This design comes from an exercise in tuning for small area and a short achievable clock period on the open sky130 flow, not from production work.
The RTL was checked by simulation tests, not by an equivalence proof against the original design.
Power figures rest on the tool's default switching activity, not on a simulated workload.

Design flt_rank_det, start of the top module:
module flt_rank_det (
    input  wire        clk,
    input  wire        rst,
    input  wire        sync,
    input  wire        cfg_rank_en,
    input  wire [4:0]  cfg_win,
    input  wire [4:0]  cfg_k,
    input  wire        cfg_suppress,
    input  wire [15:0] cfg_settle_base,
    input  wire [4:0]  cfg_pk_log2,
    input  wire [4:0]  cfg_rms_log2,
    input  wire [3:0]  cfg_atk,
    input  wire [3:0]  cfg_dcy,
    input  wire        in_valid,
    input  wire [15:0] in_data,
    output reg         out_valid,
    output reg  [15:0] out_data,
    output reg         out_settling,
    output reg         env_valid,
    output wire [15:0] env,
    output reg         env_ok,
    output reg         pk_valid,
    output wire [15:0] pk,
    output wire        pk_ok,
    output reg         rms_valid,
    output wire [15:0] rms,
    output wire        rms_ok
);
clock: 15.0 ns
lec_check: 0
abc_area: 1
cap_margin: 20
core_margin: 2
core_utilization: 65
cts_cluster_diameter: 60
cts_cluster_size: 30
slew_margin: 20
standard.sh (not shown) runs the stock make flow with config.mk's settings and CLKGATE_MAP_FILE= SYNTH_SCRIPT=/design/flow/synth_recipe.tcl, a recipe that flattens the netlist after the stock synthesis.
==> flow/flow/run.sh <==
#!/bin/bash
# Standard synthesis, then the standard ORFS layout steps with:
# - port buffers of a plain buffer cell (buf_2) rather than the default,
set -euo pipefail
bash standard.sh synth > synth.log 2>&1
bash standard.sh SETUP_SLACK_MARGIN=10.6 TNS_END_PERCENT=100 \
    "BUFFER_PORTS_ARGS=-buffer_cell sky130_fd_sc_hd__buf_2" finish > layout.log 2>&1
The baseline finished clean.
Next try:
--- a/flow/flow/run.sh
+++ b/flow/flow/run.sh
@@ -5,3 +5,3 @@
 bash standard.sh synth > synth.log 2>&1
-bash standard.sh SETUP_SLACK_MARGIN=10.6 TNS_END_PERCENT=100 \
+bash standard.sh SETUP_SLACK_MARGIN=10.8 TNS_END_PERCENT=100 \
     "BUFFER_PORTS_ARGS=-buffer_cell sky130_fd_sc_hd__buf_2" finish > layout.log 2>&1
- clock power went up by a few percent
- critical path depth is unchanged
- wire length went up by a few percent
- final area came out higher by a few percent
- sequential share of layout area went down by 0.72 points
- first-iteration DRC count rose slightly
- count of clock-buffer cells in the layout goes up by 3
- area after synthesis does not change
- die area does not change

* * *

Another version of the RTL of flt_rank_det (not shown whole).
For scale: ~6,000 cells after synthesis, roughly 140 I/O pins, ~45,000 um^2 of cells after synthesis.
Settings: LEC_CHECK=0, ABC_AREA=1, CAP_MARGIN=20, CORE_MARGIN=2, CORE_UTILIZATION=65, CTS_CLUSTER_DIAMETER=60, CTS_CLUSTER_SIZE=30, SLEW_MARGIN=20; clock period 15.0 ns.
==> flow/flow/run.sh <==
#!/bin/bash
# Standard synthesis, then the standard ORFS layout steps with:
# - port buffers of a plain buffer cell (buf_2) rather than the default,
set -euo pipefail
bash standard.sh synth > synth.log 2>&1
bash standard.sh SETUP_SLACK_MARGIN=10.8 TNS_END_PERCENT=100 \
    "BUFFER_PORTS_ARGS=-buffer_cell sky130_fd_sc_hd__buf_2" finish > layout.log 2>&1
Rerun with:
--- a/flow/flow/run.sh
+++ b/flow/flow/run.sh
@@ -6 +6 @@
-bash standard.sh SETUP_SLACK_MARGIN=10.8 TNS_END_PERCENT=100 \
+bash standard.sh SETUP_SLACK_MARGIN=10.6 TNS_END_PERCENT=100 \
Result:
- The new run went through all stages and came out clean
- power drops by 1.1%
- count of clock-buffer cells in the layout climbs by 4
- hold slack loses 0.0043 ns
- fmax climbs by 1.2%
- cell area drops by 4.4%
- core utilization drops by 3.4 points
- first-iteration DRC count drops by 2.5%
- wire length drops by 5.0%
- setup slack gains 0.051 ns
- die area does not change
- non-clock buffer count drops by 132
Rerun with:
Settings changed: CORE_UTILIZATION 65 to 50.
Outcome:
- The changed run produced a clean layout
- clock skew falls by 0.0079 ns
- combinational power stays flat
- cell count rises by 4.9%
- wire length rises by 4.2%
- global-route usage falls by 7.3 points
- count of clock-buffer cells in the layout rises by 21
- sequential share of layout area falls by 0.61 points
- power rises by 4.0%
- worst hold slack gains 0.013 ns
- via count falls by 2.6%
Rerun with:
Settings changed: CORE_UTILIZATION 50 to 70.
What happened: Hold slack is worse by 0.0084 ns; die area shrinks by 28%; count of clock-buffer cells in the layout goes down by 32; cell count is lower by 4.8%; first-iteration DRC count rose by 58%.

-- what the ideal ports hide --
The results above use ideal ports. As a check the final layouts listed here were re-extracted and re-timed, cells and wires unchanged. Step 1 assumes that a clkbuf_16 drives the clock port and a buf_2 every other input. Step 2 also shifts input and output timing later by t, the mid clock arrival at the registers, as if the neighbouring blocks saw the same clock. Three values: no drivers, after step 1, after step 2; two values: the first two.
run	t (ns)	setup slack, ns	worst setup path after step 2	latest minus earliest clock arrival (ns)	pins driven straight from the clock port
the first run of note 1	0.704	10.350 / 10.350 / 10.350	register to register	0.049 / 0.049	1
the second run of note 1	0.707	9.821 / 9.821 / 9.821	register to register	0.055 / 0.055	1
the first run of note 2	0.718	10.549 / 10.549 / 10.523	input to register	0.054 / 0.055	1
the second run of note 2	0.725	10.600 / 10.538 / 10.277	input to register	0.056 / 0.056	1
the third run of note 2	0.716	10.496 / 10.496 / 10.496	register to register	0.042 / 0.041	1
the fourth run of note 2	0.714	10.512 / 10.512 / 10.476	input to register	0.021 / 0.021	1
After both steps setup and hold are still met in every run listed. For the second run of note 2, which loses most, drivers alone change the setup slack by -0.062 ns; drivers and shift together by -0.323 ns.
